Context: an optimization exercise on an open-source flow, tuned for small area, a short achievable clock period and few clock cycles per item. The choices shown serve that exercise and are no tape-out recipe. No run shown here included a check of the RTL's function; only the layout flow was run.

$ cat flow/config.mk
export PLATFORM = sky130hd
export DESIGN_NAME = aes_cell
export DESIGN_NICKNAME = aes_cell
export VERILOG_FILES = /design/flow/design.v
export SDC_FILE = /design/flow/constraint.sdc
export NUM_CORES = 8
export LEC_CHECK = 0
export CAP_MARGIN = 20
export CORE_MARGIN = 2
export CORE_UTILIZATION = 40
export PLACE_DENSITY = 0.6
export SLEW_MARGIN = 20
$ cat flow/design.v
module aes_sbox_a (
    input  wire [7:0]  a,
    output wire [17:0] m      
);
    wire U0, U1, U2, U3, U4, U5, U6, U7;
    wire T1, T2, T3, T4, T5, T6, T7, T8, T9, T10, T11, T12, T13, T14, T15, T16, T17, T18, T19, T20, T21, T22, T23, T24, T25, T26, T27, M1, M2, M3, M4, M5, M6, M7, M8, M9, M10, M11, M12, M13, M14, M15, M16, M17, M18, M19, M20, M21, M22, M23, M24, M25, M26, M27, M28, M29, M30, M31, M32, M33, M34, M35, M36, M37, M38, M39, M40, M41, M42, M43, M44, M45, M46, M47, M48, M49, M50, M51, M52, M53, M54, M55, M56, M57, M58, M59, M60, M61, M62, M63;
    assign {U0, U1, U2, U3, U4, U5, U6, U7} = a;
    assign T1 = U0 ^ U3;
    assign T2 = U0 ^ U5;
    assign T3 = U0 ^ U6;
    assign T4 = U3 ^ U5;
    assign T5 = U4 ^ U6;
    assign T6 = T1 ^ T5;
    assign T7 = U1 ^ U2;
    assign T8 = U7 ^ T6;
    assign T9 = U7 ^ T7;
    assign T10 = T6 ^ T7;
    assign T11 = U1 ^ U5;
    assign T12 = U2 ^ U5;
    assign T13 = T3 ^ T4;
    assign T14 = T6 ^ T11;
    assign T15 = T5 ^ T11;
    assign T16 = T5 ^ T12;
    assign T17 = T9 ^ T16;
    assign T18 = U3 ^ U7;
    assign T19 = T7 ^ T18;
    assign T20 = T1 ^ T19;
    assign T21 = U6 ^ U7;
    assign T22 = T7 ^ T21;
    assign T23 = T2 ^ T22;
    assign T24 = T2 ^ T10;
    assign T25 = T20 ^ T17;
    assign T26 = T3 ^ T16;
    assign T27 = T1 ^ T12;
    assign M1 = T13 & T6;
    assign M2 = T23 & T8;
    assign M3 = T14 ^ M1;
    assign M4 = T19 & U7;
    assign M5 = M4 ^ M1;
    assign M6 = T3 & T16;
    assign M7 = T22 & T9;
    assign M8 = T26 ^ M6;
    assign M9 = T20 & T17;
    assign M10 = M9 ^ M6;
    assign M11 = T1 & T15;
    assign M12 = T4 & T27;
    assign M13 = M12 ^ M11;
    assign M14 = T2 & T10;
    assign M15 = M14 ^ M11;
    assign M16 = M3 ^ M2;
    assign M17 = M5 ^ T24;
    assign M18 = M8 ^ M7;
    assign M19 = M10 ^ M15;
    assign M20 = M16 ^ M13;
    assign M21 = M17 ^ M15;
    assign M22 = M18 ^ M13;
    assign M23 = M19 ^ T25;
    assign M24 = M22 ^ M23;
    assign M25 = M22 & M20;
    assign M26 = M21 ^ M25;
    assign M27 = M20 ^ M21;
    assign M28 = M23 ^ M25;
    assign M29 = M28 & M27;
    assign M30 = M26 & M24;
    assign M31 = M20 & M23;
    assign M32 = M27 & M31;
    assign M33 = M27 ^ M25;
    assign M34 = M21 & M22;
    assign M35 = M24 & M34;
    assign M36 = M24 ^ M25;
    assign M37 = M21 ^ M29;
    assign M38 = M32 ^ M33;
    assign M39 = M23 ^ M30;
    assign M40 = M35 ^ M36;
    assign M41 = M38 ^ M40;
    assign M42 = M37 ^ M39;
    assign M43 = M37 ^ M38;
    assign M44 = M39 ^ M40;
    assign M45 = M42 ^ M41;
    assign M46 = M44 & T6;
    assign M47 = M40 & T8;
    assign M48 = M39 & U7;
    assign M49 = M43 & T16;
    assign M50 = M38 & T9;
    assign M51 = M37 & T17;
    assign M52 = M42 & T15;
    assign M53 = M45 & T27;
    assign M54 = M41 & T10;
    assign M55 = M44 & T13;
    assign M56 = M40 & T23;
    assign M57 = M39 & T19;
    assign M58 = M43 & T3;
    assign M59 = M38 & T22;
    assign M60 = M37 & T20;
    assign M61 = M42 & T1;
    assign M62 = M45 & T4;
    assign M63 = M41 & T2;
    assign m = {M46, M47, M48, M49, M50, M51, M52, M53, M54, M55, M56, M57, M58, M59, M60, M61, M62, M63};
endmodule
module aes_sbox_b (
    input  wire [17:0] m,
    output wire [7:0]  ye
);
    wire M46, M47, M48, M49, M50, M51, M52, M53, M54, M55, M56, M57, M58, M59, M60, M61, M62, M63;
    assign {M46, M47, M48, M49, M50, M51, M52, M53, M54, M55, M56, M57, M58, M59, M60, M61, M62, M63} = m;
    wire L0, L1, L2, L3, L4, L5, L6, L7, L8, L9, L10, L11, L12, L13, L14, L15, L16, L17, L18, L19, L20, L21, L22, L23, L24, L25, L26, L27, L28, L29, S0, S1, S2, S3, S4, S5, S6, S7;
    assign L0 = M61 ^ M62;
    assign L1 = M50 ^ M56;
    assign L2 = M46 ^ M48;
    assign L3 = M47 ^ M55;
    assign L4 = M54 ^ M58;
    assign L5 = M49 ^ M61;
    assign L6 = M62 ^ L5;
    assign L7 = M46 ^ L3;
    assign L8 = M51 ^ M59;
    assign L9 = M52 ^ M53;
    assign L10 = M53 ^ L4;
    assign L11 = M60 ^ L2;
    assign L12 = M48 ^ M51;
    assign L13 = M50 ^ L0;
    assign L14 = M52 ^ M61;
    assign L15 = M55 ^ L1;
    assign L16 = M56 ^ L0;
    assign L17 = M57 ^ L1;
    assign L18 = M58 ^ L8;
    assign L19 = M63 ^ L4;
    assign L20 = L0 ^ L1;
    assign L21 = L1 ^ L7;
    assign L22 = L3 ^ L12;
    assign L23 = L18 ^ L2;
    assign L24 = L15 ^ L9;
    assign L25 = L6 ^ L10;
    assign L26 = L7 ^ L9;
    assign L27 = L8 ^ L10;
    assign L28 = L11 ^ L14;
    assign L29 = L11 ^ L17;
    assign S0 = L6 ^ L24;
    assign S1 = ~(L16 ^ L26);
    assign S2 = ~(L19 ^ L28);
    assign S3 = L6 ^ L21;
    assign S4 = L20 ^ L22;
    assign S5 = L25 ^ L29;
    assign S6 = ~(L13 ^ L27);
    assign S7 = ~(L6 ^ L23);
    assign ye = {S0, S1, S2, S3, S4, S5, S6, S7};
endmodule
module aes_sbox_bd (
    input  wire [17:0] m,
    output wire [7:0]  ye,
    output wire [7:0]  yd
);
    wire M46, M47, M48, M49, M50, M51, M52, M53, M54, M55, M56, M57, M58, M59, M60, M61, M62, M63;
    assign {M46, M47, M48, M49, M50, M51, M52, M53, M54, M55, M56, M57, M58, M59, M60, M61, M62, M63} = m;
    wire L0, L1, L2, L3, L4, L5, L6, L7, L8, L9, L10, L11, L12, L13, L14, L15, L16, L17, L18, L19, L20, L21, L22, L23, L24, L25, L26, L27, L28, L29, S0, S1, S2, S3, S4, S5, S6, S7;
    assign L0 = M61 ^ M62;
    assign L1 = M50 ^ M56;
    assign L2 = M46 ^ M48;
    assign L3 = M47 ^ M55;
    assign L4 = M54 ^ M58;
    assign L5 = M49 ^ M61;
    assign L6 = M62 ^ L5;
    assign L7 = M46 ^ L3;
    assign L8 = M51 ^ M59;
    assign L9 = M52 ^ M53;
    assign L10 = M53 ^ L4;
    assign L11 = M60 ^ L2;
    assign L12 = M48 ^ M51;
    assign L13 = M50 ^ L0;
    assign L14 = M52 ^ M61;
    assign L15 = M55 ^ L1;
    assign L16 = M56 ^ L0;
    assign L17 = M57 ^ L1;
    assign L18 = M58 ^ L8;
    assign L19 = M63 ^ L4;
    assign L20 = L0 ^ L1;
    assign L21 = L1 ^ L7;
    assign L22 = L3 ^ L12;
    assign L23 = L18 ^ L2;
    assign L24 = L15 ^ L9;
    assign L25 = L6 ^ L10;
    assign L26 = L7 ^ L9;
    assign L27 = L8 ^ L10;
    assign L28 = L11 ^ L14;
    assign L29 = L11 ^ L17;
    assign S0 = L6 ^ L24;
    assign S1 = ~(L16 ^ L26);
    assign S2 = ~(L19 ^ L28);
    assign S3 = L6 ^ L21;
    assign S4 = L20 ^ L22;
    assign S5 = L25 ^ L29;
    assign S6 = ~(L13 ^ L27);
    assign S7 = ~(L6 ^ L23);
    assign ye = {S0, S1, S2, S3, S4, S5, S6, S7};
    assign yd[7] = M49 ^ M51 ^ M52 ^ M54 ^ M58 ^ M59 ^ M61 ^ M62;
    assign yd[6] = M47 ^ M48 ^ M49 ^ M50 ^ M52 ^ M54 ^ M55 ^ M56 ^ M59 ^ M60 ^ M61 ^ M63;
    assign yd[5] = M47 ^ M48 ^ M49 ^ M50 ^ M52 ^ M54 ^ M56 ^ M57 ^ M58 ^ M60 ^ M61 ^ M62;
    assign yd[4] = M46 ^ M48 ^ M52 ^ M54 ^ M58 ^ M59 ^ M61 ^ M62;
    assign yd[3] = M46 ^ M48 ^ M50 ^ M51 ^ M52 ^ M53 ^ M56 ^ M57 ^ M58 ^ M59 ^ M61 ^ M63;
    assign yd[2] = M46 ^ M47 ^ M50 ^ M51 ^ M52 ^ M54 ^ M58 ^ M59 ^ M61 ^ M62;
    assign yd[1] = M49 ^ M50 ^ M52 ^ M53 ^ M58 ^ M59 ^ M61 ^ M62;
    assign yd[0] = M55 ^ M57 ^ M61 ^ M63;
endmodule
module aes_ain (
    input  wire [7:0] a,
    output wire [7:0] y
);
    assign y[7] = a[6] ^ a[4] ^ a[1];
    assign y[6] = a[5] ^ a[3] ^ a[0];
    assign y[5] = a[7] ^ a[4] ^ a[2];
    assign y[4] = a[6] ^ a[3] ^ a[1];
    assign y[3] = a[5] ^ a[2] ^ a[0];
    assign y[2] = ~(a[7] ^ a[4] ^ a[1]);
    assign y[1] = a[6] ^ a[3] ^ a[0];
    assign y[0] = ~(a[7] ^ a[5] ^ a[2]);
endmodule
module aes_mc (input wire [31:0] a, output wire [31:0] y);
    wire t0, t1, t2, t3, t4, t5, t6, t7, t8, t9, t10, t11, t12, t13, t14, t15, t16, t17, t18, t19, t20, t21, t22, t23, t24, t25, t26, t27, t28, t29, t30, t31, t32, t33, t34, t35, t36, t37, t38, t39, t40, t41, t42, t43, t44, t45, t46, t47, t48, t49, t50, t51, t52, t53, t54, t55, t56, t57, t58, t59, t60, t61, t62, t63, t64, t65, t66, t67, t68, t69, t70, t71, t72, t73, t74, t75, t76, t77, t78, t79, t80, t81, t82, t83, t84, t85, t86, t87, t88, t89, t90, t91, t92, t93, t94, t95, t96, t97, t98, t99, t100, t101, t102, t103, t104, t105, t106, t107;
    assign t0 = a[31] ^ a[7];
    assign t1 = a[15] ^ a[23];
    assign t2 = a[15] ^ a[7];
    assign t3 = a[23] ^ a[31];
    assign t4 = a[16] ^ a[24];
    assign t5 = a[17] ^ a[25];
    assign t6 = a[10] ^ a[18];
    assign t7 = a[11] ^ a[19];
    assign t8 = a[2] ^ a[26];
    assign t9 = a[12] ^ a[20];
    assign t10 = a[27] ^ a[3];
    assign t11 = a[13] ^ a[21];
    assign t12 = a[28] ^ a[4];
    assign t13 = a[14] ^ a[22];
    assign t14 = a[29] ^ a[5];
    assign t15 = a[30] ^ a[6];
    assign t16 = a[0] ^ a[8];
    assign t17 = a[1] ^ a[9];
    assign t18 = a[8] ^ t0;
    assign t19 = t4 ^ t18;
    assign t20 = a[0] ^ a[24];
    assign t21 = a[9] ^ t0;
    assign t22 = t20 ^ t5;
    assign t23 = t21 ^ t22;
    assign t24 = a[1] ^ a[25];
    assign t25 = a[26] ^ t24;
    assign t26 = t6 ^ t25;
    assign t27 = a[27] ^ t0;
    assign t28 = t7 ^ t8;
    assign t29 = t27 ^ t28;
    assign t30 = a[28] ^ t0;
    assign t31 = t10 ^ t9;
    assign t32 = t30 ^ t31;
    assign t33 = a[29] ^ t11;
    assign t34 = t12 ^ t33;
    assign t35 = a[30] ^ t13;
    assign t36 = t14 ^ t35;
    assign t37 = a[31] ^ t1;
    assign t38 = t15 ^ t37;
    assign t39 = a[0] ^ t2;
    assign t40 = t4 ^ t39;
    assign t41 = a[1] ^ t16;
    assign t42 = t2 ^ t5;
    assign t43 = t41 ^ t42;
    assign t44 = a[18] ^ t17;
    assign t45 = t8 ^ t44;
    assign t46 = a[10] ^ a[19];
    assign t47 = a[2] ^ t10;
    assign t48 = t2 ^ t46;
    assign t49 = t47 ^ t48;
    assign t50 = a[11] ^ a[20];
    assign t51 = a[3] ^ t12;
    assign t52 = t2 ^ t50;
    assign t53 = t51 ^ t52;
    assign t54 = a[12] ^ a[21];
    assign t55 = a[4] ^ t14;
    assign t56 = t54 ^ t55;
    assign t57 = a[13] ^ a[22];
    assign t58 = a[5] ^ t15;
    assign t59 = t57 ^ t58;
    assign t60 = a[14] ^ a[23];
    assign t61 = a[6] ^ t0;
    assign t62 = t60 ^ t61;
    assign t63 = a[24] ^ t1;
    assign t64 = t16 ^ t63;
    assign t65 = a[16] ^ a[25];
    assign t66 = a[8] ^ t1;
    assign t67 = t17 ^ t65;
    assign t68 = t66 ^ t67;
    assign t69 = a[10] ^ a[17];
    assign t70 = a[9] ^ t69;
    assign t71 = t8 ^ t70;
    assign t72 = a[11] ^ t1;
    assign t73 = t10 ^ t6;
    assign t74 = t72 ^ t73;
    assign t75 = a[12] ^ t1;
    assign t76 = t12 ^ t7;
    assign t77 = t75 ^ t76;
    assign t78 = a[13] ^ t14;
    assign t79 = t9 ^ t78;
    assign t80 = a[14] ^ t11;
    assign t81 = t15 ^ t80;
    assign t82 = a[15] ^ t0;
    assign t83 = t13 ^ t82;
    assign t84 = a[16] ^ t16;
    assign t85 = t3 ^ t84;
    assign t86 = a[17] ^ t17;
    assign t87 = t3 ^ t4;
    assign t88 = t86 ^ t87;
    assign t89 = a[2] ^ t5;
    assign t90 = t6 ^ t89;
    assign t91 = a[18] ^ a[26];
    assign t92 = a[3] ^ t3;
    assign t93 = t7 ^ t91;
    assign t94 = t92 ^ t93;
    assign t95 = a[19] ^ a[27];
    assign t96 = a[4] ^ t3;
    assign t97 = t9 ^ t95;
    assign t98 = t96 ^ t97;
    assign t99 = a[20] ^ a[28];
    assign t100 = a[5] ^ t11;
    assign t101 = t99 ^ t100;
    assign t102 = a[21] ^ a[29];
    assign t103 = a[6] ^ t102;
    assign t104 = t13 ^ t103;
    assign t105 = a[22] ^ a[30];
    assign t106 = a[7] ^ t1;
    assign t107 = t105 ^ t106;
    assign y[0] = t19;
    assign y[1] = t23;
    assign y[2] = t26;
    assign y[3] = t29;
    assign y[4] = t32;
    assign y[5] = t34;
    assign y[6] = t36;
    assign y[7] = t38;
    assign y[8] = t40;
    assign y[9] = t43;
    assign y[10] = t45;
    assign y[11] = t49;
    assign y[12] = t53;
    assign y[13] = t56;
    assign y[14] = t59;
    assign y[15] = t62;
    assign y[16] = t64;
    assign y[17] = t68;
    assign y[18] = t71;
    assign y[19] = t74;
    assign y[20] = t77;
    assign y[21] = t79;
    assign y[22] = t81;
    assign y[23] = t83;
    assign y[24] = t85;
    assign y[25] = t88;
    assign y[26] = t90;
    assign y[27] = t94;
    assign y[28] = t98;
    assign y[29] = t101;
    assign y[30] = t104;
    assign y[31] = t107;
endmodule
module aes_imc_ain (input wire [31:0] a, output wire [31:0] y);
    wire t0, t1, t2, t3, t4, t5, t6, t7, t8, t9, t10, t11, t12, t13, t14, t15, t16, t17, t18, t19, t20, t21, t22, t23, t24, t25, t26, t27, t28, t29, t30, t31, t32, t33, t34, t35, t36, t37, t38, t39, t40, t41, t42, t43, t44, t45, t46, t47, t48, t49, t50, t51, t52, t53, t54, t55, t56, t57, t58, t59, t60, t61, t62, t63, t64, t65, t66, t67, t68, t69, t70, t71, t72, t73, t74, t75, t76, t77, t78, t79, t80, t81, t82, t83, t84, t85, t86, t87, t88, t89, t90, t91, t92, t93, t94, t95, t96, t97, t98, t99, t100, t101, t102, t103, t104, t105, t106, t107, t108, t109, t110, t111, t112, t113, t114, t115, t116, t117, t118, t119, t120, t121, t122, t123, t124, t125, t126, t127, t128, t129, t130, t131, t132, t133, t134, t135, t136, t137, t138, t139, t140, t141, t142, t143, t144, t145, t146, t147, t148, t149, t150, t151, t152, t153, t154, t155, t156, t157, t158, t159, t160, t161, t162, t163, t164, t165, t166, t167, t168, t169, t170, t171, t172, t173, t174, t175, t176, t177, t178, t179, t180, t181, t182, t183, t184, t185, t186, t187, t188, t189, t190, t191, t192, t193, t194, t195, t196, t197, t198, t199, t200, t201, t202, t203, t204, t205, t206, t207, t208, t209, t210;
    assign t0 = a[18] ^ a[21];
    assign t1 = a[10] ^ a[13];
    assign t2 = a[26] ^ a[29];
    assign t3 = a[2] ^ a[5];
    assign t4 = a[23] ^ a[7];
    assign t5 = a[11] ^ a[14];
    assign t6 = a[19] ^ a[22];
    assign t7 = a[15] ^ a[31];
    assign t8 = a[27] ^ a[30];
    assign t9 = a[3] ^ a[6];
    assign t10 = a[0] ^ a[4];
    assign t11 = a[24] ^ a[28];
    assign t12 = a[16] ^ a[20];
    assign t13 = a[12] ^ a[8];
    assign t14 = a[9] ^ t1;
    assign t15 = a[25] ^ t2;
    assign t16 = a[1] ^ t3;
    assign t17 = a[17] ^ t0;
    assign t18 = t7 ^ t9;
    assign t19 = t4 ^ t5;
    assign t20 = t13 ^ t8;
    assign t21 = t10 ^ t6;
    assign t22 = a[12] ^ t16;
    assign t23 = t12 ^ t15;
    assign t24 = a[28] ^ t17;
    assign t25 = a[20] ^ t14;
    assign t26 = a[21] ^ t11;
    assign t27 = a[14] ^ a[9];
    assign t28 = t21 ^ t7;
    assign t29 = a[17] ^ a[22];
    assign t30 = t6 ^ t8;
    assign t31 = a[30] ^ t13;
    assign t32 = a[8] ^ t16;
    assign t33 = a[16] ^ t14;
    assign t34 = t12 ^ t17;
    assign t35 = a[1] ^ a[6];
    assign t36 = t10 ^ t8;
    assign t37 = a[13] ^ t12;
    assign t38 = a[25] ^ t3;
    assign t39 = t20 ^ t4;
    assign t40 = a[25] ^ t21;
    assign t41 = a[14] ^ a[30];
    assign t42 = a[17] ^ t11;
    assign t43 = a[14] ^ t18;
    assign t44 = t5 ^ t7;
    assign t45 = a[11] ^ t38;
    assign t46 = t19 ^ t22;
    assign t47 = t0 ^ t11;
    assign t48 = a[31] ^ t2;
    assign t49 = t27 ^ t47;
    assign t50 = a[22] ^ a[6];
    assign t51 = a[9] ^ t6;
    assign t52 = a[3] ^ t29;
    assign t53 = a[15] ^ t1;
    assign t54 = t31 ^ t45;
    assign t55 = a[0] ^ t23;
    assign t56 = a[24] ^ t17;
    assign t57 = a[29] ^ t24;
    assign t58 = a[4] ^ t18;
    assign t59 = a[1] ^ t20;
    assign t60 = t25 ^ t26;
    assign t61 = t32 ^ t9;
    assign t62 = a[29] ^ a[30];
    assign t63 = a[5] ^ t15;
    assign t64 = a[19] ^ t35;
    assign t65 = a[15] ^ a[24];
    assign t66 = t19 ^ t9;
    assign t67 = a[27] ^ t49;
    assign t68 = a[23] ^ t18;
    assign t69 = a[0] ^ a[25];
    assign t70 = a[19] ^ t62;
    assign t71 = t69 ^ t70;
    assign t72 = t37 ^ t68;
    assign t73 = t71 ^ t22;
    assign t74 = t73 ^ t72;
    assign t75 = a[20] ^ t10;
    assign t76 = t2 ^ t41;
    assign t77 = t52 ^ t76;
    assign t78 = t16 ^ t75;
    assign t79 = t77 ^ t78;
    assign t80 = a[24] ^ t0;
    assign t81 = t16 ^ t80;
    assign t82 = t36 ^ t68;
    assign t83 = t81 ^ t82;
    assign t84 = a[7] ^ a[31];
    assign t85 = t84 ^ t11;
    assign t86 = t85 ^ t40;
    assign t87 = t61 ^ t86;
    assign t88 = a[4] ^ a[9];
    assign t89 = t4 ^ t88;
    assign t90 = t89 ^ t23;
    assign t91 = t61 ^ t90;
    assign t92 = a[2] ^ t48;
    assign t93 = t36 ^ t52;
    assign t94 = t93 ^ t92;
    assign t95 = t33 ^ t94;
    assign t96 = a[22] ^ a[1];
    assign t97 = t1 ^ t96;
    assign t98 = t36 ^ t97;
    assign t99 = t66 ^ t98;
    assign t100 = t57 ^ t99;
    assign t101 = a[18] ^ t11;
    assign t102 = t62 ^ t101;
    assign t103 = t102 ^ t28;
    assign t104 = t103 ^ t46;
    assign t105 = a[27] ^ a[8];
    assign t106 = a[5] ^ a[31];
    assign t107 = t35 ^ t106;
    assign t108 = t105 ^ t19;
    assign t109 = t107 ^ t108;
    assign t110 = t109 ^ t60;
    assign t111 = a[28] ^ t50;
    assign t112 = t14 ^ t111;
    assign t113 = t112 ^ t54;
    assign t114 = a[0] ^ t13;
    assign t115 = t48 ^ t14;
    assign t116 = t114 ^ t115;
    assign t117 = t66 ^ t116;
    assign t118 = a[15] ^ a[7];
    assign t119 = t10 ^ t118;
    assign t120 = t5 ^ t119;
    assign t121 = t33 ^ t120;
    assign t122 = t59 ^ t121;
    assign t123 = t42 ^ t44;
    assign t124 = t123 ^ t33;
    assign t125 = t22 ^ t124;
    assign t126 = a[7] ^ a[10];
    assign t127 = t9 ^ t126;
    assign t128 = t127 ^ t56;
    assign t129 = t54 ^ t128;
    assign t130 = t5 ^ t0;
    assign t131 = t51 ^ t31;
    assign t132 = t130 ^ t131;
    assign t133 = t58 ^ t63;
    assign t134 = t132 ^ t133;
    assign t135 = a[26] ^ a[5];
    assign t136 = a[6] ^ t135;
    assign t137 = t136 ^ t39;
    assign t138 = t28 ^ t25;
    assign t139 = t138 ^ t137;
    assign t140 = a[16] ^ a[3];
    assign t141 = a[7] ^ a[13];
    assign t142 = t27 ^ t140;
    assign t143 = t141 ^ t142;
    assign t144 = t143 ^ t28;
    assign t145 = t144 ^ t57;
    assign t146 = a[4] ^ t1;
    assign t147 = t41 ^ t64;
    assign t148 = t146 ^ t147;
    assign t149 = t34 ^ t148;
    assign t150 = a[8] ^ a[7];
    assign t151 = t150 ^ t6;
    assign t152 = t3 ^ t44;
    assign t153 = t151 ^ t34;
    assign t154 = t152 ^ t153;
    assign t155 = a[23] ^ t13;
    assign t156 = t65 ^ t9;
    assign t157 = t156 ^ t51;
    assign t158 = t155 ^ t34;
    assign t159 = t157 ^ t158;
    assign t160 = t4 ^ t40;
    assign t161 = t56 ^ t25;
    assign t162 = t160 ^ t161;
    assign t163 = a[18] ^ t5;
    assign t164 = t64 ^ t163;
    assign t165 = t53 ^ t164;
    assign t166 = t165 ^ t55;
    assign t167 = a[17] ^ a[6];
    assign t168 = t2 ^ t167;
    assign t169 = t30 ^ t168;
    assign t170 = t37 ^ t169;
    assign t171 = t46 ^ t170;
    assign t172 = a[2] ^ t37;
    assign t173 = t43 ^ t39;
    assign t174 = t172 ^ t24;
    assign t175 = t173 ^ t174;
    assign t176 = a[11] ^ a[21];
    assign t177 = a[4] ^ t29;
    assign t178 = t65 ^ t176;
    assign t179 = t178 ^ t177;
    assign t180 = t63 ^ t39;
    assign t181 = t179 ^ t180;
    assign t182 = a[12] ^ t50;
    assign t183 = t15 ^ t182;
    assign t184 = t183 ^ t67;
    assign t185 = a[16] ^ t4;
    assign t186 = t11 ^ t185;
    assign t187 = t30 ^ t53;
    assign t188 = t15 ^ t187;
    assign t189 = t186 ^ t188;
    assign t190 = a[23] ^ a[31];
    assign t191 = t190 ^ t5;
    assign t192 = t8 ^ t42;
    assign t193 = t191 ^ t192;
    assign t194 = t55 ^ t193;
    assign t195 = a[0] ^ t7;
    assign t196 = t195 ^ t15;
    assign t197 = t59 ^ t24;
    assign t198 = t196 ^ t197;
    assign t199 = a[23] ^ a[26];
    assign t200 = t199 ^ t6;
    assign t201 = t200 ^ t32;
    assign t202 = t67 ^ t201;
    assign t203 = t30 ^ t38;
    assign t204 = t203 ^ t43;
    assign t205 = t204 ^ t60;
    assign t206 = a[10] ^ a[22];
    assign t207 = t206 ^ t26;
    assign t208 = t19 ^ t58;
    assign t209 = t207 ^ t23;
    assign t210 = t209 ^ t208;
    assign y[0] = ~t74;
    assign y[1] = t79;
    assign y[2] = ~t83;
    assign y[3] = t87;
    assign y[4] = t91;
    assign y[5] = t95;
    assign y[6] = t100;
    assign y[7] = t104;
    assign y[8] = ~t110;
    assign y[9] = t113;
    assign y[10] = ~t117;
    assign y[11] = t122;
    assign y[12] = t125;
    assign y[13] = t129;
    assign y[14] = t134;
    assign y[15] = t139;
    assign y[16] = ~t145;
    assign y[17] = t149;
    assign y[18] = ~t154;
    assign y[19] = t159;
    assign y[20] = t162;
    assign y[21] = t166;
    assign y[22] = t171;
    assign y[23] = t175;
    assign y[24] = ~t181;
    assign y[25] = t184;
    assign y[26] = ~t189;
    assign y[27] = t194;
    assign y[28] = t198;
    assign y[29] = t202;
    assign y[30] = t205;
    assign y[31] = t210;
endmodule
module aes_sbox_bk (
    input  wire [17:0] m,      
    input  wire [7:0]  k,
    output wire [7:0]  ye,
    output wire [7:0]  ydk
);
    wire M46, M47, M48, M49, M50, M51, M52, M53, M54, M55, M56, M57, M58, M59, M60, M61, M62, M63;
    assign {M46, M47, M48, M49, M50, M51, M52, M53, M54, M55, M56, M57, M58, M59, M60, M61, M62, M63} = m;
    wire q0, q1, q2, q3, q4, q5, q6, q7, q8, q9, q10, q11, q12, q13, q14, q15, q16, q17, q18, q19, q20, q21, q22, q23, q24, q25, q26, q27, q28, q29, q30, q31, q32, q33, q34, q35, q36, q37, q38, q39, q40, q41, q42, q43, q44, q45, q46, q47, q48, q49, q50, q51, q52, q53, q54, q55, q56, q57, q58, q59, q60, q61, q62, q63, q64, q65, q66, q67;
    assign q0 = M61 ^ M62;
    assign q1 = M58 ^ q0;
    assign q2 = M50 ^ M56;
    assign q3 = M59 ^ q1;
    assign q4 = M52 ^ M54;
    assign q5 = M49 ^ q2;
    assign q6 = M46 ^ M48;
    assign q7 = M61 ^ M63;
    assign q8 = M55 ^ q0;
    assign q9 = M52 ^ M53;
    assign q10 = M60 ^ q4;
    assign q11 = M47 ^ M48;
    assign q12 = M46 ^ M47;
    assign q13 = M58 ^ q7;
    assign q14 = q5 ^ q8;
    assign q15 = M51 ^ q2;
    assign q16 = M53 ^ M54;
    assign q17 = M55 ^ q7;
    assign q18 = M50 ^ M51;
    assign q19 = M49 ^ M51;
    assign q20 = M57 ^ q6;
    assign q21 = q1 ^ q5;
    assign q22 = q9 ^ q14;
    assign q23 = M56 ^ q9;
    assign q24 = q12 ^ q23;
    assign q25 = q8 ^ q24;
    assign q26 = q6 ^ q10;
    assign q27 = q13 ^ q26;
    assign q28 = q12 ^ q14;
    assign q29 = q11 ^ q8;
    assign q30 = q15 ^ q29;
    assign q31 = M60 ^ q16;
    assign q32 = q20 ^ q31;
    assign q33 = q32 ^ q21;
    assign q34 = q18 ^ q16;
    assign q35 = q34 ^ q3;
    assign q36 = q6 ^ q19;
    assign q37 = q36 ^ q3;
    assign q38 = k[7] ^ q4;
    assign q39 = q19 ^ q38;
    assign q40 = q39 ^ q3;
    assign q41 = M59 ^ k[6];
    assign q42 = q41 ^ q11;
    assign q43 = q17 ^ q42;
    assign q44 = q5 ^ q10;
    assign q45 = q43 ^ q44;
    assign q46 = k[5] ^ M57;
    assign q47 = q11 ^ q46;
    assign q48 = q10 ^ q47;
    assign q49 = q21 ^ q48;
    assign q50 = k[4] ^ q6;
    assign q51 = q4 ^ q50;
    assign q52 = q51 ^ q3;
    assign q53 = k[3] ^ M59;
    assign q54 = q53 ^ q9;
    assign q55 = q13 ^ q54;
    assign q56 = q15 ^ q20;
    assign q57 = q55 ^ q56;
    assign q58 = k[2] ^ q4;
    assign q59 = q18 ^ q12;
    assign q60 = q58 ^ q59;
    assign q61 = q60 ^ q3;
    assign q62 = k[1] ^ M49;
    assign q63 = M50 ^ q62;
    assign q64 = q9 ^ q63;
    assign q65 = q64 ^ q3;
    assign q66 = k[0] ^ M57;
    assign q67 = q66 ^ q17;
    assign ye[7] = q22;
    assign ye[6] = ~q25;
    assign ye[5] = ~q27;
    assign ye[4] = q28;
    assign ye[3] = q30;
    assign ye[2] = q33;
    assign ye[1] = ~q35;
    assign ye[0] = ~q37;
    assign ydk[7] = q40;
    assign ydk[6] = q45;
    assign ydk[5] = q49;
    assign ydk[4] = q52;
    assign ydk[3] = q57;
    assign ydk[2] = q61;
    assign ydk[1] = q65;
    assign ydk[0] = q67;
endmodule
module aes_cell (
    input  wire         clk,
    input  wire         rst,           
    input  wire         in_valid,
    output wire         in_ready,
    input  wire         in_decrypt,    
    input  wire         in_key256,     
    input  wire [255:0] in_key,
    input  wire [127:0] in_block,
    output reg          out_valid,
    output reg  [127:0] out_block
);
    function [7:0] xt;
        input [7:0] a;
        xt = {a[6:0], 1'b0} ^ (a[7] ? 8'h1b : 8'h00);
    endfunction
    function [7:0] xtinv;       
        input [7:0] a;
        xtinv = a[0] ? ({1'b1, a[7:1]} ^ 8'h0d) : {1'b0, a[7:1]};
    endfunction
    function [127:0] shiftrows;
        input [127:0] s;
        integer i;
        begin
            for (i = 0; i < 16; i = i + 1)
                shiftrows[127 - 8 * i -: 8] = s[127 - 8 * ((i % 4) + 4 * (((i / 4) + (i % 4)) % 4)) -: 8];
        end
    endfunction
    function [127:0] invshiftrows;
        input [127:0] s;
        integer i;
        begin
            for (i = 0; i < 16; i = i + 1)
                invshiftrows[127 - 8 * i -: 8] = s[127 - 8 * ((i % 4) + 4 * (((i / 4) + 4 - (i % 4)) % 4)) -: 8];
        end
    endfunction
    reg  [127:0] q_st, q_kt;
    reg  [255:0] q_kw;
    reg  [31:0]  q_ks;
    reg          q_ks1;         
    reg          q_busy, q_dec, q_k256, q_pre, q_par;
    reg          q_done;        
    reg  [3:0]   q_cnt;
    reg  [7:0]   q_rc;
    reg  [1:0]   q_tag;
    reg  [287:0] p_m;           
    reg  [71:0]  p_km;          
    reg  [255:0] p_kw;
    reg          p_busy, p_dec, p_k256, p_pre, p_par, p_done;
    reg          p_last, p_lastpre;    
    reg          p_nxt;                
    reg  [3:0]   p_cnt;
    reg  [7:0]   p_rc;
    reg  [1:0]   p_tag;
    genvar g;
    wire [127:0] x1 = q_st ^ q_kt;
    wire [31:0]  ks1 = q_ks1 ? q_kw[31:0] : q_ks;
    wire [287:0] m1;
    wire [71:0]  km1;
    generate
        for (g = 0; g < 16; g = g + 1) begin : g_s1
            aes_sbox_a u_sa (.a(x1[127 - 8 * g -: 8]), .m(m1[287 - 18 * g -: 18]));
        end
        for (g = 0; g < 4; g = g + 1) begin : g_k1
            aes_sbox_a u_ka (.a(ks1[31 - 8 * g -: 8]), .m(km1[71 - 18 * g -: 18]));
        end
    endgenerate
    always @(posedge clk) begin
        p_m    <= {m1[287:128], (q_pre || q_done) ? q_st : m1[127:0]};
        p_done <= q_done;
        p_last    <= q_last;
        p_lastpre <= (q_cnt == (q_k256 ? 4'd13 : 4'd10));
        p_nxt     <= (q_tag == rd_nx);
        p_km   <= km1;
        p_kw   <= q_kw;
        p_dec  <= q_dec;
        p_k256 <= q_k256;
        p_pre  <= q_pre;
        p_par  <= q_par;
        p_cnt  <= q_cnt;
        p_rc   <= q_rc;
        p_tag  <= q_tag;
    end
    wire [127:0] sbe;           
    wire [127:0] dk;            
    wire [31:0]  ks_sub;
    generate
        for (g = 0; g < 16; g = g + 1) begin : g_s2
            aes_sbox_bk u_sb (.m(p_m[287 - 18 * g -: 18]), .k(p_kw[255 - 8 * g -: 8]),
                              .ye(sbe[127 - 8 * g -: 8]), .ydk(dk[127 - 8 * g -: 8]));
        end
        for (g = 0; g < 4; g = g + 1) begin : g_k2
            aes_sbox_b u_kb (.m(p_km[71 - 18 * g -: 18]), .ye(ks_sub[31 - 8 * g -: 8]));
        end
    endgenerate
    wire [31:0] h0 = p_kw[255:224], h1 = p_kw[223:192], h2 = p_kw[191:160], h3 = p_kw[159:128];
    wire [31:0] l0 = p_kw[127:96],  l1 = p_kw[95:64],   l2 = p_kw[63:32],   l3 = p_kw[31:0];
    wire [31:0] ks_t = p_par ? {ks_sub[23:16] ^ p_rc, ks_sub[15:0], ks_sub[31:24]} : ks_sub;
    wire [31:0] h01 = h0 ^ h1, h012 = h01 ^ h2, h0123 = h012 ^ h3;
    wire [127:0] kf = {h0 ^ ks_t, h01 ^ ks_t, h012 ^ ks_t, h0123 ^ ks_t};
    wire [31:0] b0 = p_k256 ? l0 : h0, b1 = p_k256 ? l1 : h1, b2 = p_k256 ? l2 : h2, b3 = p_k256 ? l3 : h3;
    wire [127:0] kb = {b0 ^ ks_t, b1 ^ b0, b2 ^ b1, b3 ^ b2};
    wire [127:0] mc, dnext_s;
    generate
        for (g = 0; g < 4; g = g + 1) begin : g_mix
            aes_mc      u_mc  (.a(sbe[127 - 32 * g -: 32]), .y(mc[127 - 32 * g -: 32]));
            aes_imc_ain u_imc (.a(dk[127 - 32 * g -: 32]),  .y(dnext_s[127 - 32 * g -: 32]));
        end
    endgenerate
    wire [127:0] dnext = invshiftrows(dnext_s);
    wire [127:0] blk_s = invshiftrows(invshiftrows(p_m[127:0]));
    wire [127:0] blk_a;
    generate
        for (g = 0; g < 16; g = g + 1) begin : g_ain_blk
            aes_ain u_ain (.a(blk_s[127 - 8 * g -: 8]), .y(blk_a[127 - 8 * g -: 8]));
        end
    endgenerate
    wire [127:0] kf_s = invshiftrows(kf);
    wire [127:0] kf_a0;
    generate
        for (g = 0; g < 16; g = g + 1) begin : g_ain
            aes_ain u_ain (.a(kf_s[127 - 8 * g -: 8]), .y(kf_a0[127 - 8 * g -: 8]));
        end
    endgenerate
    wire [127:0] kf_a = kf_a0 ^ {16{8'h05}};
    wire last    = p_last;
    wire lastpre = p_lastpre;
    wire fin     = p_busy && !p_pre && !p_done && last;    
    wire q_last  = (q_cnt == (q_k256 ? 4'd14 : 4'd10));
    reg    rdy;
    assign in_ready = rdy;
    wire   accept   = in_ready && in_valid;
    wire c_pass = !in_ready && p_done;                             
    wire c_hold = !in_ready && !p_done && hold;                    
    wire c_run  = !in_ready && !p_done && !hold;                   
    wire c_pre  = c_run && p_pre && !lastpre;                      
    wire c_last = c_run && p_pre && lastpre;                       
    wire c_dec  = c_run && !p_pre && p_dec;                        
    wire c_enc  = c_run && !p_pre && !p_dec;                       
    wire c_fwd  = c_pre || c_last || c_enc;                        
    always @(posedge clk) begin
        if (in_ready) begin
            q_dec  <= in_decrypt;
            q_k256 <= in_key256;
            q_pre  <= in_decrypt;
            q_par  <= 1'b1;
            q_cnt  <= 4'd1;
            q_rc   <= 8'h01;
            q_tag  <= wr_tag;
            q_done <= 1'b0;
            q_ks1  <= in_key256;
        end else begin
            q_done <= p_done || hold;
            q_dec  <= p_dec;
            q_k256 <= p_k256;
            q_tag  <= p_tag;
            q_cnt  <= c_last ? 4'd1 : p_cnt + 4'd1;
            q_par  <= c_last ? 1'b1 : p_k256 ? !p_par : p_par;
            q_pre  <= p_pre && !c_last;
            q_ks1  <= 1'b0;
            q_rc   <= p_rc;
            if (c_last && !p_k256)                 q_rc <= xtinv(p_rc);
            else if ((c_pre || c_enc) && p_par)    q_rc <= xt(p_rc);
            else if (c_dec && p_par)               q_rc <= xtinv(p_rc);
        end
    end
    wire k_new  = in_ready;
    wire k_fwd  = !in_ready && (p_pre || !p_dec);                   
    wire k_last = !in_ready && p_pre && lastpre;                    
    wire k_dec  = !in_ready && !p_pre && p_dec;                     
    wire k_enc  = !in_ready && !p_pre && !p_dec;                    
    wire [127:0] st_early = in_ready ? shiftrows(in_block) : c_last ? blk_a : p_m[127:0];
    wire [127:0] kh_early = k_new ? in_key[255:128] : (k_fwd && (p_k256 || k_last)) ? p_kw[127:0] : p_kw[255:128];
    wire [127:0] kl_early = k_new ? in_key[127:0] : k_dec ? p_kw[255:128] : p_kw[127:0];
    wire         kh_kf    = k_fwd && !(p_k256 || k_last);        
    wire         kl_kf    = k_fwd;                                
    wire [127:0] kt_early = k_new ? shiftrows(in_key[255:128]) : (k_enc && p_k256) ? shiftrows(p_kw[127:0]) : 128'h0;
    wire         kt_kf    = k_enc && !p_k256;
    wire [31:0]  ks_early = k_new ? in_key[159:128] : k_last ? (p_k256 ? l3 : (h3 ^ h2))
                          : (p_k256 ? (l3 ^ l2) : (h3 ^ h1));
    wire         ks_kf    = k_fwd && !k_last;
    always @(posedge clk) begin
        q_st <= ({128{c_dec}}  & dnext)
              | ({128{c_enc}}  & shiftrows(mc))
              | ({128{c_hold}} & res)
              | ({128{!(c_dec || c_enc || c_hold)}} & st_early);
        q_kw <= {({128{kh_kf}} & kf) | ({128{k_dec}} & kb) | ({128{!(kh_kf || k_dec)}} & kh_early),
                 ({128{kl_kf}} & kf) | ({128{!kl_kf}} & kl_early)};
        q_kt <= ({128{k_last}} & kf_a) | ({128{kt_kf}} & shiftrows(kf)) | ({128{!(k_last || kt_kf)}} & kt_early);
        q_ks <= ({32{ks_kf}} & kf[31:0]) | ({32{!ks_kf}} & ks_early);
    end
    reg  [127:0] rb;
    reg          rb_v;
    reg  [1:0]   rb_tag;
    reg  [1:0]   rd_tag, wr_tag;
    reg  [1:0]   n_open;        
    wire [127:0] ek0     = sbe ^ (p_k256 ? p_kw[127:0] : {h0, h01, h012, h0123});
    wire [127:0] ek      = ek0 ^ ({4{ks_t}} & {128{!p_k256}});
    wire [127:0] res     = p_dec ? dk : ek;
    wire         p_next  = p_nxt;
    wire         byp     = fin && p_next;                       
    wire         from_p  = p_busy && p_done && p_next;          
    wire         from_rb = rb_v && (rb_tag == rd_tag);
    wire         to_rb   = fin && !p_next && !rb_v;
    wire         hold    = fin && !p_next && rb_v;              
    wire         load    = byp || from_p || from_rb;
    wire         p_free  = !p_busy || byp || to_rb || from_p;   
    wire [1:0]   rd_nx   = rd_tag + (load ? 2'd1 : 2'd0);
    wire         rb_v_nx = to_rb || (rb_v && !from_rb);
    wire [1:0]   n_open_nx = n_open + (accept ? 2'd1 : 2'd0) - (load ? 2'd1 : 2'd0);
    wire         q_fin   = q_busy && !q_pre && !q_done && q_last;
    wire         q_free  = !q_busy || (q_fin && (q_tag == rd_nx || !rb_v_nx))
                                   || (q_done && q_tag == rd_nx);
    always @(posedge clk) begin
        out_block <= ({128{byp && !p_dec}} & ek) | ({128{byp && p_dec}} & dk)
                   | ({128{!byp}} & (from_rb ? rb : p_m[127:0]));
        if (to_rb) begin
            rb     <= res;
            rb_tag <= p_tag;
        end
    end
    always @(posedge clk) begin
        if (rst) begin
            q_busy    <= 1'b0;
            p_busy    <= 1'b0;
            rb_v      <= 1'b0;
            rd_tag    <= 2'd0;
            wr_tag    <= 2'd0;
            n_open    <= 2'd0;
            rdy       <= 1'b1;
            out_valid <= 1'b0;
        end else begin
            p_busy    <= q_busy;
            q_busy    <= in_ready ? in_valid : (p_busy && !p_free);
            if (accept) wr_tag <= wr_tag + 2'd1;
            rd_tag    <= rd_nx;
            out_valid <= load;
            n_open    <= n_open_nx;
            rb_v      <= rb_v_nx;
            rdy       <= q_free && (n_open_nx != 2'd3);
        end
    end
endmodule
$ cat flow/flow/margin.txt
8.0
$ cat flow/constraint.sdc
create_clock -name core_clock -period 12.0 [get_ports {clk}]
set_input_delay 2.4000 -clock core_clock [delete_from_list [all_inputs] [get_ports {clk}]]
set_output_delay 2.4000 -clock core_clock [all_outputs]
set_load 0.01 [all_outputs]
$ cat flow/flow/run.sh
#!/bin/bash
# Own layout flow: the standard ORFS flow, except that
#  - synthesis maps the combinational logic with the ABC script in
#    flow/abc.script instead of ORFS's, and
#  - repair_timing aims for the setup margin in flow/margin.txt (ns below the
#    12 ns clock), so that the design is sized for a shorter achieved period.
# The clock period, SDC and everything else are the standard flow's.
set -euo pipefail
W=$PWD
MARGIN=$(cat "$W/flow/margin.txt")
cat > "$W/own_synth.tcl" <<EOF2
proc abc {args} {
  set i [lsearch -exact \$args -script]
  if {\$i >= 0} { set args [lreplace \$args [expr {\$i + 1}] [expr {\$i + 1}] $W/flow/abc.script] }
  puts "own_synth: abc with \$args"
  yosys abc {*}\$args
}
source $W/synth_recipe.tcl
EOF2
sed "s#SYNTH_SCRIPT=[^ ]*#SYNTH_SCRIPT=$W/own_synth.tcl#" standard.sh > own_standard.sh
grep -q "own_synth.tcl" own_standard.sh
bash own_standard.sh SETUP_SLACK_MARGIN=$MARGIN finish > "$W/flow_make.log" 2>&1
$ cat flow/flow/abc.script
&get -n
&st
&dch
&nf
&put
$ cat flow/standard.sh
#!/bin/bash
# synth_recipe.tcl (not shown) runs the flow's synth.tcl, then flattens the netlist and writes it again
# the make line also repeats each setting of config.mk as NAME=value (left out here)
make -C /OpenROAD-flow-scripts/flow DESIGN_CONFIG=/design/flow/config.mk WORK_HOME=/design/flow/orfs CLKGATE_MAP_FILE= SYNTH_SCRIPT=/design/flow/synth_recipe.tcl "${@:-finish}"
==> metrics.md, run 1 <==
| Metric | Value |
|---|---|
| Max clock buf depth | `3` |
| Die span in y | `roughly 500 um` |
| Tmin final | `approximately 4.2 ns` |
| Clk Latency, worst-skew pair | `0.90 ns` |
| Vias in the first global route | `86.2k` |
| Initial drt markers | `15.3k` |
| Total GRT Usage | `43.2%` |
| Run status | `finished clean` |
| Root buffer cell | `clkbuf_16` |
| RSZ-0062 raised after global routing | `true` |
| Rel. slew slack | `14.0%` |
| Hold path cells | `0` |
| Worst setup path class | `reg2reg` |
| Setup slack, reg-to-reg | `7.80 ns` |
| Fraction of layout cells with a size suffix above 1 | `14.0%` |
| Remaining DRCs | `0` |
| Routed Antenna Nets | `0` |
| H-Tree Depth | `4` |
| Starting Density | `40.3%` |
| Die Area | `approximately 250,000 um^2` |
| Synth area leader | `dfxtp_1` |
| Num Clock Sinks | `1,471` |
| Nets | `12.4k` |
| Largest net degree at the start of global routing | `between 150 and 200` |
| Syn Area/Cell | `9.05 um^2` |
| Final Hold Fails | `0` |
| Crit path required time | `12.67 ns` |
| Post-layout util | `51.1%` |
| Port bufs | `518` |
| CP endpoint kind | `flop` |
| Number of synthesized flops with an enable pin | `130` |
| Number of distinct library cells after synthesis | `between 50 and 60` |
| Asr flop ratio synth | `0%` |
| Final Non-Filler Cells | `15.3k` |
| Remaining Overflow, GRT | `0` |
| Fin. max-slew vios | `0` |
| WP data arrival | `4.87 ns` |
| Max Fclk | `238 MHz` |
| Pre-CTS WS | `6.84 ns` |
| Area growth syn-to-layout | `26.9%` |
| Clk_skew | `around 0.044 ns` |
| R2R depth | `8` |
| Ys Warns | `1` |
| Post-DR wirelength/cell | `36.4 um` |
| Final setup viols | `0` |
| Post-Place Cell Area | `110,000 um^2` |
| Predominant post-synthesis flop cell | `dfxtp_1` |
| Max cap viols | `0` |
| Critical path peak fanout | `48` |
| Post-DR vias/cell | `6.12` |
| Final RePlAce weighted congestion | `1.14` |
| Core area | `approximately 240,000 um^2` |
| Worst-Margin Slew | `about 1.3 ns` |
| First-pass GRT wire length | `around 730,000 um` |
| HP Class | `reg2reg` |
| Pre-antenna DRT Iters | `13` |
| Startpoint Class | `flop` |
| Post-Route WL | `557,000 um` |
| CTS tree | `done` |
| Inst Count DP | `14.8k` |
| Chip Width | `496 um` |
| Post-route cell area | `123,000 um^2` |
| DP Wirelength | `approximately 440,000 um` |
| Clock slew at reported path FFs | `0.06 ns` |
| IO Pins | `519` |
| Syn nets | `11.1k` |
| Seq cells post-synth | `1,471` |
| Seq/Total Area, Yosys | `31.7%` |
| Num CTS Buffers | `173` |
| Area contributors post-synth | `dfxtp_1 28%, xnor2_1 27%, xor2_1 12%` |
| Vias | `93.6k` |
| Setup ws final | `7.80 ns` |
| Crit share post-route | `35.0%` |
| Netlist Area Pre-Place | `just under 100,000 um^2` |
| Initial antenna violation count | `a little over 60` |
| Row Count | `180` |
| Synth top area share | `~28%` |
| Syn Inst Count | `10.7k` |
stage by stage:
stage          TNS (ns)  hold WS (ns)
2_1_floorplan   -957.32         0.310
3_3_place_gp          0         0.310
3_5_place_dp          0         0.312
4_1_cts               0         0.314
5_1_grt               0         0.314
6_report              0         0.317
worst paths after layout:
path	from	to
worst max-delay path	rdy	q_ks[1]
worst min-delay path	q_kw[134]	p_kw[134]
worst max register to register	rdy	q_ks[1]
worst min register to register	q_kw[134]	p_kw[134]
synthesized netlist by cell type, drive strengths merged (73+ instances only):
cell type / count
a211oi: 144
a21oi: 801
a222oi: 114
a22oi: 134
clkinv: 174
dfxtp: 1341
edfxtp: 130
mux2i: 240
nand2: 604
nor2: 875
nor2b: 73
o211ai: 75
o21ai: 961
o22ai: 116
o31ai: 98
xnor2: 3003
xor2: 1336
cell usage in the layout (no fill, tap or decap), types with 107 or more instances in the layout:
cell | synthesis | routed
clkdlybuf4s50_1 | 0 | 388
dfxtp_1 | 1341 | 1237
clkinv_1 | 174 | 167
a22oi_1 | 134 | 129
xor2_2 | 0 | 164
xnor2_2 | 0 | 310
clkbuf_16 | 0 | 181
nand2_1 | 604 | 593
nor2_1 | 875 | 844
xor2_1 | 1336 | 1133
o22ai_1 | 116 | 107
xnor2_1 | 3003 | 2650
a21oi_1 | 801 | 760
mux2i_1 | 240 | 199
o21ai_0 | 961 | 850
edfxtp_1 | 130 | 130
dlygate4sd2_1 | 0 | 125
a222oi_1 | 114 | 114
buf_4 | 0 | 473
a211oi_1 | 144 | 143
flip-flops by register name (all words and copies together), names as in the netlist, 4 cells and up:
register and count:
q_cnt 4, rb 128, p_rc 8, q_st 128, p_cnt 4, p_kw 256, q_kw 256, p_m 288
q_kt 128, p_km 72, q_ks 32, q_rc 8, out_block 128
timing repair:
action                     in CTS  in global routing
hold buffers                    0                  0
pin swaps                      15                 49
setup buffers                  39                109
setup endpoints to repair     806                374
hold endpoints to repair        0                  0
gates resized for setup       686                435
cloned                          3                  1
logic make-up (layout without fill, tap and decap cells):
| family | after synthesis | count (layout) | synth area share, % |
|---|---|---|---|
| fa+ha+maj | 44 | 44 | 0.568 |
| flops | 1471 | 1471 | 31.7 |
| compound gates | 2627 | 2627 | 16.1 |
| mux | 278 | 278 | 2.92 |
| buf+inv | 174 | 1523 | 0.673 |
| other cells | 0 | 29 | 0 |
| simple gates | 1703 | 1706 | 7.07 |
| xor+xnor | 4415 | 4415 | 41.0 |
final cells by class:
type	count	area [um^2]
repair buffers	1030	9320
inverters	174	671
diodes	29	72.6
clock inverters	85	1120
multi-input cells	9070	72000
fillers	22300	118000
flip-flops and latches	1471	30900
well taps	3185	3990
clock buffers	234	5060
per-layer routing:
metal	global-route usage, %	up-vias	wire length [um]
met5	0	-	199
li1	-	39200	-
met3	13.7	1512	76400
met4	30.3	28	49400
met2	58.7	7054	215000
met1	57.5	45800	215000
worst max-delay path: stages (launching register included):
cell and delay, ns:
dfxtp_4 0.42, inv_8 0.18, and3_4 0.36, buf_4 0.27
buf_4 0.38, nor2_4 0.56, buf_4 0.69, a21oi_1 0.14
o21ai_0 0.86
==> inputs of run 2 (changes only) <==
==> flow/flow/abc.script (replaced) <==
&get -n
&st
&dch
&nf -p
&put
==> metrics.md, run 2 <==
| Metric | Value |
|---|---|
| Run status | `finished clean (unchanged)` |
| Post-DR vias/cell | `6.13 (was 6.12)` |
| CP endpoint kind | `flop (unchanged)` |
| Tmin final | `4.18 ns (was 4.20 ns)` |
| Synth top area share | `27.7% (about the same)` |
| Met2 Use GR | `65.4% (was 58.7%)` |
| Post-layout util | `51.7% (was 51.1%)` |
| Starting Density | `40.2% (was 40.3%)` |
| Startpoint Class | `flop (unchanged)` |
| H-Tree Depth | `4 (unchanged)` |
| Area contributors post-synth | `dfxtp_1 28%, xnor2_1 27%, xor2_1 12% (unchanged)` |
| Worst-path cell chain | `xnor2_1, xor2_1, xor2_1, o21ai_1, xnor2_1, xnor2_1, mux2i_1, a21oi_1, o21ai_0 (was inv_8, and3_4, buf_4, buf_4, nor2_4, buf_4, a21oi_1, o21ai_0)` |
| Num Clock Sinks | `1,471 (unchanged)` |
| Reg area | `31,000 um^2 (was 30,900 um^2)` |
| Fin. max-slew vios | `0 (unchanged)` |
| Most frequent cell after synthesis | `xnor2_1 (unchanged)` |
| GR peak layer | `met2 (unchanged)` |
| IO Pins | `519 (unchanged)` |
| First-pass GRT wire length | `776,000 um (was 734,000 um)` |
| Commonest cells after routing, fill and taps aside | `2,582 x xnor2_1, 1,199 x dfxtp_1, 1,146 x xor2_1, 822 x o21ai_0, 782 x nor2_1 (was 2,650 x xnor2_1, 1,237 x dfxtp_1, 1,133 x xor2_1, 850 x o21ai_0, 844 x nor2_1)` |
| FILL cells | `22.3k (about the same)` |
| Pre-CTS WS | `6.05 ns (was 6.84 ns)` |
| Predominant post-synthesis flop cell | `dfxtp_1 (unchanged)` |
| Setup ws final | `7.82 ns (was 7.80 ns)` |
| Port bufs | `518 (unchanged)` |
| Largest reg by FF count | `p_m (unchanged)` |
| Nets | `12.4k (about the same)` |
| Inst Count DP | `14.7k (was 14.8k)` |
| Worst-Margin Slew | `1.32 ns (was 1.25 ns)` |
| Slowest-stage cell, CP | `xnor2_1 (was o21ai_0)` |
| Die Area | `246,000 um^2 (about the same)` |
| Hold slack final | `0.321 ns (was 0.317 ns)` |
| Post-DR wirelength/cell | `38.7 um (was 36.4 um)` |
| RSZ-0062 raised after global routing | `true (unchanged)` |
| Routed Antenna Nets | `0 (unchanged)` |
| Ys Warns | `1 (unchanged)` |
| Syn Inst Count | `10.7k (about the same)` |
| Root buffer cell | `clkbuf_16 (unchanged)` |
| GR Util met1 | `61.5% (was 57.5%)` |
| Final Non-Filler Cells | `15.3k (about the same)` |
| HP Class | `reg2reg (unchanged)` |
| Post-route setup TNS | `0 ns (unchanged)` |
| Initial antenna violation count | `79 (was 62)` |
| Critical path peak fanout | `6 (was 48)` |
| Core area | `241,000 um^2 (unchanged)` |
| Fraction of layout cells with a size suffix above 1 | `14.9% (was 14.0%)` |
| Initial drt markers | `16.4k (was 15.3k)` |
| Final RePlAce weighted congestion | `1.10 (was 1.14)` |
| Worst Hold End | `p_kw[165] (was p_kw[134])` |
| Clk Latency, worst-skew pair | `0.89 ns (was 0.90 ns)` |
| Final setup viols | `0 (unchanged)` |
| Crit Reg-Reg Startpoint | `p_kw[210] (was rdy)` |
| Setup slack, reg-to-reg | `7.82 ns (was 7.80 ns)` |
| Post-Route WL | `592,000 um (was 557,000 um)` |
| Number of distinct library cells after synthesis | `51 (unchanged)` |
| Beginning of the worst hold path | `q_kw[165] (was q_kw[134])` |
| R2R depth | `9 (was 8)` |
| Row Count | `180 (unchanged)` |
| Die span in y | `496 um (about the same)` |
| WP data arrival | `4.84 ns (was 4.87 ns)` |
| Num CTS Buffers | `175 (was 173)` |
| Largest net degree at the start of global routing | `127 (was 168)` |
| Crit path required time | `12.66 ns (was 12.67 ns)` |
| Asr flop ratio synth | `0% (unchanged)` |
| Vias in the first global route | `86.7k (was 86.2k)` |
| Max cap viols | `0 (unchanged)` |
| DP Wirelength | `472,000 um (was 436,000 um)` |
| Multi-input logic area | `72,700 um^2 (was 72,000 um^2)` |
| Worst setup path class | `reg2reg (unchanged)` |
| Clock slew at reported path FFs | `0.06 ns (about the same)` |
| Max clock buf depth | `3 (unchanged)` |
| Vias | `93.7k (was 93.6k)` |
| Netlist Area Pre-Place | `96,900 um^2 (was 97,000 um^2)` |
| Remaining Overflow, GRT | `0 (unchanged)` |
| Pre-antenna DRT Iters | `12 (was 13)` |
| Rel. slew slack | `11.8% (was 14.0%)` |
| Crit-path leading delay family | `XOR/XNOR gates (was buffers and inverters)` |
| Syn nets | `11.1k (about the same)` |
| Max reg flops | `288 (unchanged)` |
| Syn Area/Cell | `9.08 um^2 (was 9.05 um^2)` |
| Total GRT Usage | `46.3% (was 43.2%)` |
| Area growth syn-to-layout | `28.6% (was 26.9%)` |
| Remaining DRCs | `0 (unchanged)` |
| Max Fclk | `239 MHz (was 238 MHz)` |
| Crit share post-route | `34.8% (was 35.0%)` |
| Most frequent CP cell | `xnor2_1 (was buf_4)` |
| Seq cells post-synth | `1,471 (unchanged)` |
| Clk_skew | `0.0666 ns (was 0.0438 ns)` |
| CTS tree | `done (unchanged)` |
| Regs by FF count | `p_m (288), p_kw (256), q_kw (256) (unchanged)` |
| Chip Width | `496 um (about the same)` |
| Final Hold Fails | `0 (unchanged)` |
| Global Route met3 Usage | `16.1% (was 13.7%)` |
| Synth area leader | `dfxtp_1 (unchanged)` |
| CP peak stage delay | `0.68 ns (was 0.86 ns)` |
| CTS Hold Bufs | `0 (unchanged)` |
| Number of buffers and inverters on the critical path | `0 (was 4)` |
| Seq/Total Area, Yosys | `31.7% (about the same)` |
| Number of synthesized flops with an enable pin | `130 (unchanged)` |
| Hold path cells | `0 (unchanged)` |
| Worst R2R End | `q_st[18] (was q_ks[1])` |
| Most common cell after layout, fill and taps aside | `xnor2_1 (unchanged)` |
| Post-synth top cells | `2,998 x xnor2_1, 1,341 x dfxtp_1, 1,339 x xor2_1 (was 3,003 x xnor2_1, 1,341 x dfxtp_1, 1,336 x xor2_1)` |
==> run 2: cell types whose count changed after synthesis, moves of 15 or more <==
| cell | previous run | this run |
|---|---|---|
| clkinv_1 | 174 | 159 |
| nand3b_1 | 3 | 19 |
| nor2_1 | 875 | 805 |
| mux2_1 | 38 | 14 |
| a211oi_1 | 144 | 170 |
| nand2b_1 | 27 | 43 |
| nor2b_1 | 73 | 133 |
==> run 2: what timing repair did <==
action | in CTS | in global routing
gates resized for setup | 804 | 408
setup buffers | 64 | 109
pin swaps | 32 | 49
gates cloned | 6 | 3
endpoints found under the setup margin | 892 | 324
endpoints found under the hold margin | 0 | 0
==> run 2: per-layer routing <==
| layer | wire length [um] | share of wire, % | vias up |
|---|---|---|---|
| met3 | 81600 | 14 | 1465 |
| met4 | 42000 | 7.1 | 50 |
| met1 | 233000 | 39 | 46100 |
| li1 | - | - | 39200 |
| met2 | 235000 | 40 | 6914 |
| met5 | 348 | 0.059 | - |
==> run 2: worst max path at each step <==
stage,start,end,slack (ns),depth (start not counted)
finish,p_kw[210],q_st[18],7.82,9
global route,p_km[35],q_kt[48],7.79,13
CTS,p_m[81],q_st[71],7.68,11
detailed placement,p_m[99],q_st[71],6.05,10
global placement,p_m[81],q_st[71],5.85,11
floorplan,rdy,q_kw[160],-6.59,8
==> run 2: cell families (layout without fill, tap and decap cells) <==
kind of cell	count (synthesis)	after routing	share of synthesized area [%]
compound gates	2619	2619	16.1
xor+xnor	4413	4413	41.0
fa+ha+maj	44	44	0.568
buf+inv	159	1555	0.616
flops	1471	1471	31.7
mux	252	252	2.62
other cells	0	43	0
simple gates	1713	1715	7.34
==> run 2: metrics by stage <==
stage	area, um^2
final	125000
after global routing	124000
after CTS	121000
after detailed placement	110000
after global placement	110000
after floorplan	96900
==> run 2: area by class of cell <==
cell class	instances	share of cell area, %
well taps	3185	3.20
repair buffers	1068	7.92
diodes	43	0.0864
flip-flops and latches	1471	24.9
multi-input cells	9043	58.4
clock inverters	91	1.06
inverters	159	0.494
clock buffers	237	4.00
==> inputs of run 3 (changes only) <==
--- a/flow/design.v
+++ b/flow/design.v
@@ -807,5 +807,5 @@
     endgenerate
     wire [127:0] dnext = invshiftrows(dnext_s);
-    wire [127:0] blk_s = invshiftrows(invshiftrows(p_m[127:0]));
+    wire [127:0] blk_s = invshiftrows(invshiftrows(p_m[127:0])) ^ invshiftrows(kf);
     wire [127:0] blk_a;
     generate
@@ -814,12 +814,4 @@
         end
     endgenerate
-    wire [127:0] kf_s = invshiftrows(kf);
-    wire [127:0] kf_a0;
-    generate
-        for (g = 0; g < 16; g = g + 1) begin : g_ain
-            aes_ain u_ain (.a(kf_s[127 - 8 * g -: 8]), .y(kf_a0[127 - 8 * g -: 8]));
-        end
-    endgenerate
-    wire [127:0] kf_a = kf_a0 ^ {16{8'h05}};
     wire last    = p_last;
     wire lastpre = p_lastpre;
@@ -885,5 +877,5 @@
         q_kw <= {({128{kh_kf}} & kf) | ({128{k_dec}} & kb) | ({128{!(kh_kf || k_dec)}} & kh_early),
                  ({128{kl_kf}} & kf) | ({128{!kl_kf}} & kl_early)};
-        q_kt <= ({128{k_last}} & kf_a) | ({128{kt_kf}} & shiftrows(kf)) | ({128{!(k_last || kt_kf)}} & kt_early);
+        q_kt <= ({128{kt_kf}} & shiftrows(kf)) | ({128{!kt_kf}} & kt_early);
         q_ks <= ({32{ks_kf}} & kf[31:0]) | ({32{!ks_kf}} & ks_early);
     end
==> flow/flow/abc.script (replaced) <==
&get -n
&st
&dch
&nf
&put
==> metrics.md, run 3 <==
| Metric | Value |
|---|---|
| Run status | `finished clean (unchanged)` |
| Crit path required time | `12.68 ns (was 12.66 ns)` |
| Syn Inst Count | `10.4k (was 10.7k)` |
| Setup crit start | `p_k256 (was p_kw[210])` |
| Post-Route WL | `551,000 um (was 592,000 um)` |
| Most frequent cell after synthesis | `xnor2_1 (unchanged)` |
| FILL cells | `22.2k (was 22.3k)` |
| Worst setup path class | `reg2reg (unchanged)` |
| Clk Latency, worst-skew pair | `0.91 ns (was 0.89 ns)` |
| Fin. max-slew vios | `0 (unchanged)` |
| Root buffer cell | `clkbuf_16 (unchanged)` |
| Most common cell after layout, fill and taps aside | `xnor2_1 (unchanged)` |
| Area contributors post-synth | `dfxtp_1 28%, xnor2_1 27%, xor2_1 12% (unchanged)` |
| Vias in the first global route | `83.8k (was 86.7k)` |
| Max Fclk | `239 MHz (about the same)` |
| Clk_skew | `0.0698 ns (was 0.0666 ns)` |
| Syn Area/Cell | `9.23 um^2 (was 9.08 um^2)` |
| Die Area | `244,000 um^2 (was 246,000 um^2)` |
| Routed Antenna Nets | `0 (unchanged)` |
| Chip Width | `494 um (was 496 um)` |
| Post-synth top cells | `3,005 x xnor2_1, 1,341 x dfxtp_1, 1,300 x xor2_1 (was 2,998 x xnor2_1, 1,341 x dfxtp_1, 1,339 x xor2_1)` |
| Remaining Overflow, GRT | `0 (unchanged)` |
| Nets | `12.0k (was 12.4k)` |
| Multi-input logic area | `72,900 um^2 (was 72,700 um^2)` |
| Initial antenna violation count | `41 (was 79)` |
| Post-Place Cell Area | `109,000 um^2 (was 110,000 um^2)` |
| Tmin final | `4.19 ns (was 4.18 ns)` |
| RSZ-0062 raised after global routing | `true (unchanged)` |
| Post-DR vias/cell | `5.97 (was 6.13)` |
| CTS tree | `done (unchanged)` |
| GR peak layer | `met2 (unchanged)` |
| Num Clock Sinks | `1,471 (unchanged)` |
| Crit Reg-Reg Startpoint | `p_k256 (was p_kw[210])` |
| Core area | `239,000 um^2 (was 241,000 um^2)` |
| Port bufs | `518 (unchanged)` |
| Worst-Margin Slew | `1.32 ns (about the same)` |
| WP data arrival | `4.87 ns (was 4.84 ns)` |
| Met2 Use GR | `61.2% (was 65.4%)` |
| Synth top area share | `27.9% (was 27.7%)` |
| Inst Count DP | `14.4k (was 14.7k)` |
| Largest reg by FF count | `p_m (unchanged)` |
| Synth area leader | `dfxtp_1 (unchanged)` |
| Syn nets | `10.9k (was 11.1k)` |
| Seq/Total Area, Yosys | `32.0% (was 31.7%)` |
| Vias | `89.2k (was 93.7k)` |
| Netlist Area Pre-Place | `96,100 um^2 (was 96,900 um^2)` |
| Row Count | `179 (was 180)` |
| Post-route cell area | `124,000 um^2 (was 125,000 um^2)` |
-- run 3: changes by cell type after synthesis, moves of 88 or more --
cell	previous run	this run
a222oi_1	114	26
nor2_1	805	709
a21oi_1	788	484
a211oi_1	170	21
a22oi_1	135	297
o211ai_1	73	180
-- run 3: cells by family after synthesis --
| logic type | after synthesis | synth area share, % |
|---|---|---|
| xor+xnor | 4412 | 41.8 |
| compound gates | 2382 | 14.9 |
| simple gates | 1698 | 7.32 |
| flops | 1471 | 32.0 |
| mux | 283 | 2.96 |
| buf+inv | 127 | 0.496 |
| fa+ha+maj | 44 | 0.573 |
-- run 3: per-stage QoR --
| step | worst slack (ns) | hold WS [ns] | util [%] |
|---|---|---|---|
| 2_1_floorplan | -1.45 | 0.309 | - |
| 3_3_place_gp | 6.00 | 0.309 | 45.6 |
| 3_5_place_dp | 6.63 | 0.312 | 45.6 |
| 4_1_cts | 7.79 | 0.283 | 50.1 |
| 5_1_grt | 7.85 | 0.299 | 51.8 |
| 6_report | 7.81 | 0.305 | 51.9 |
-- run 3: critical path, cell delays in order, from the launching register on --
cell and delay [ns]:
dfxtp_4 0.84, buf_12 0.47, mux2i_1 0.68, xor2_1 0.26, xnor2_1 0.15, nor2_1 0.06, a21oi_1 0.28, nor2_1 0.08
a21oi_1 0.77
-- run 3: layout make-up --
class / instances / area share (%)
Sequential cell: 1471 / 25.0
Multi-Input combinational cell: 8820 / 58.9
Timing Repair Buffer: 1018 / 7.52
Clock inverter: 99 / 1.04
Inverter: 127 / 0.395
Tap cell: 3167 / 3.20
Clock buffer: 225 / 3.89
Antenna cell: 21 / 0.0425
-- run 3: per-layer routing --
| metal | vias up | wire [um] | part of all wire (%) |
|---|---|---|---|
| li1 | 37900 | - | - |
| met1 | 43900 | 219000 | 40 |
| met2 | 5969 | 223000 | 40 |
| met3 | 1310 | 63600 | 12 |
| met4 | 20 | 45600 | 8.3 |
| met5 | - | 123 | 0.022 |
-- run 3: path summary, 6_finish.rpt --
| path | endpoint | slack (ns) | cells past startpoint |
|---|---|---|---|
| worst min-delay path | p_kw[34] | 0.31 | 0 |
| worst max-delay path | out_block[108] | 7.81 | 8 |
| worst max register to register | out_block[108] | 7.81 | 8 |
| worst min register to register | p_kw[34] | 0.31 | 0 |
-- run 3: timing repair --
action,4_1_cts,5_1_grt
pin swaps,29,86
resized for setup,782,458
gates cloned,1,4
hold buffers,0,0
hold endpoints to repair,0,0
buffers inserted,56,115
setup endpoints to repair,774,353

-- afterwards: timing with drivers on the ports --
The flow's constraints put no driver on any port. The routed layouts listed below were extracted and timed again, unchanged, in two steps. Step 1 assumes that a clkbuf_16 drives the clock port and a buf_2 every other input. Step 2 moves the port delays by t, midway between the first and last clock arrival at a register: inputs arrive t later, outputs are due t later. That takes back most of the time a late clock gives input paths. Slacks: ideal ports / drivers / drivers and shift; pairs: ideal ports / drivers.
| run | t, ns | setup WS [ns] | slew at the worst register clock pin (ns) | cell pins on the clock port's net |
|---|---|---|---|---|
| run 1 | 0.977 | 7.799 / 7.799 / 7.303 | 0.07 / 0.07 | 1 |
| run 2 | 0.970 | 7.824 / 7.824 / 7.347 | 0.07 / 0.07 | 1 |
| run 3 | 0.960 | 7.808 / 7.808 / 7.653 | 0.07 / 0.07 | 1 |
After both steps every run listed still meets setup and hold. The setup slack of run 1, which loses most, moves by 0.000 ns with the drivers and by -0.496 ns with both steps.
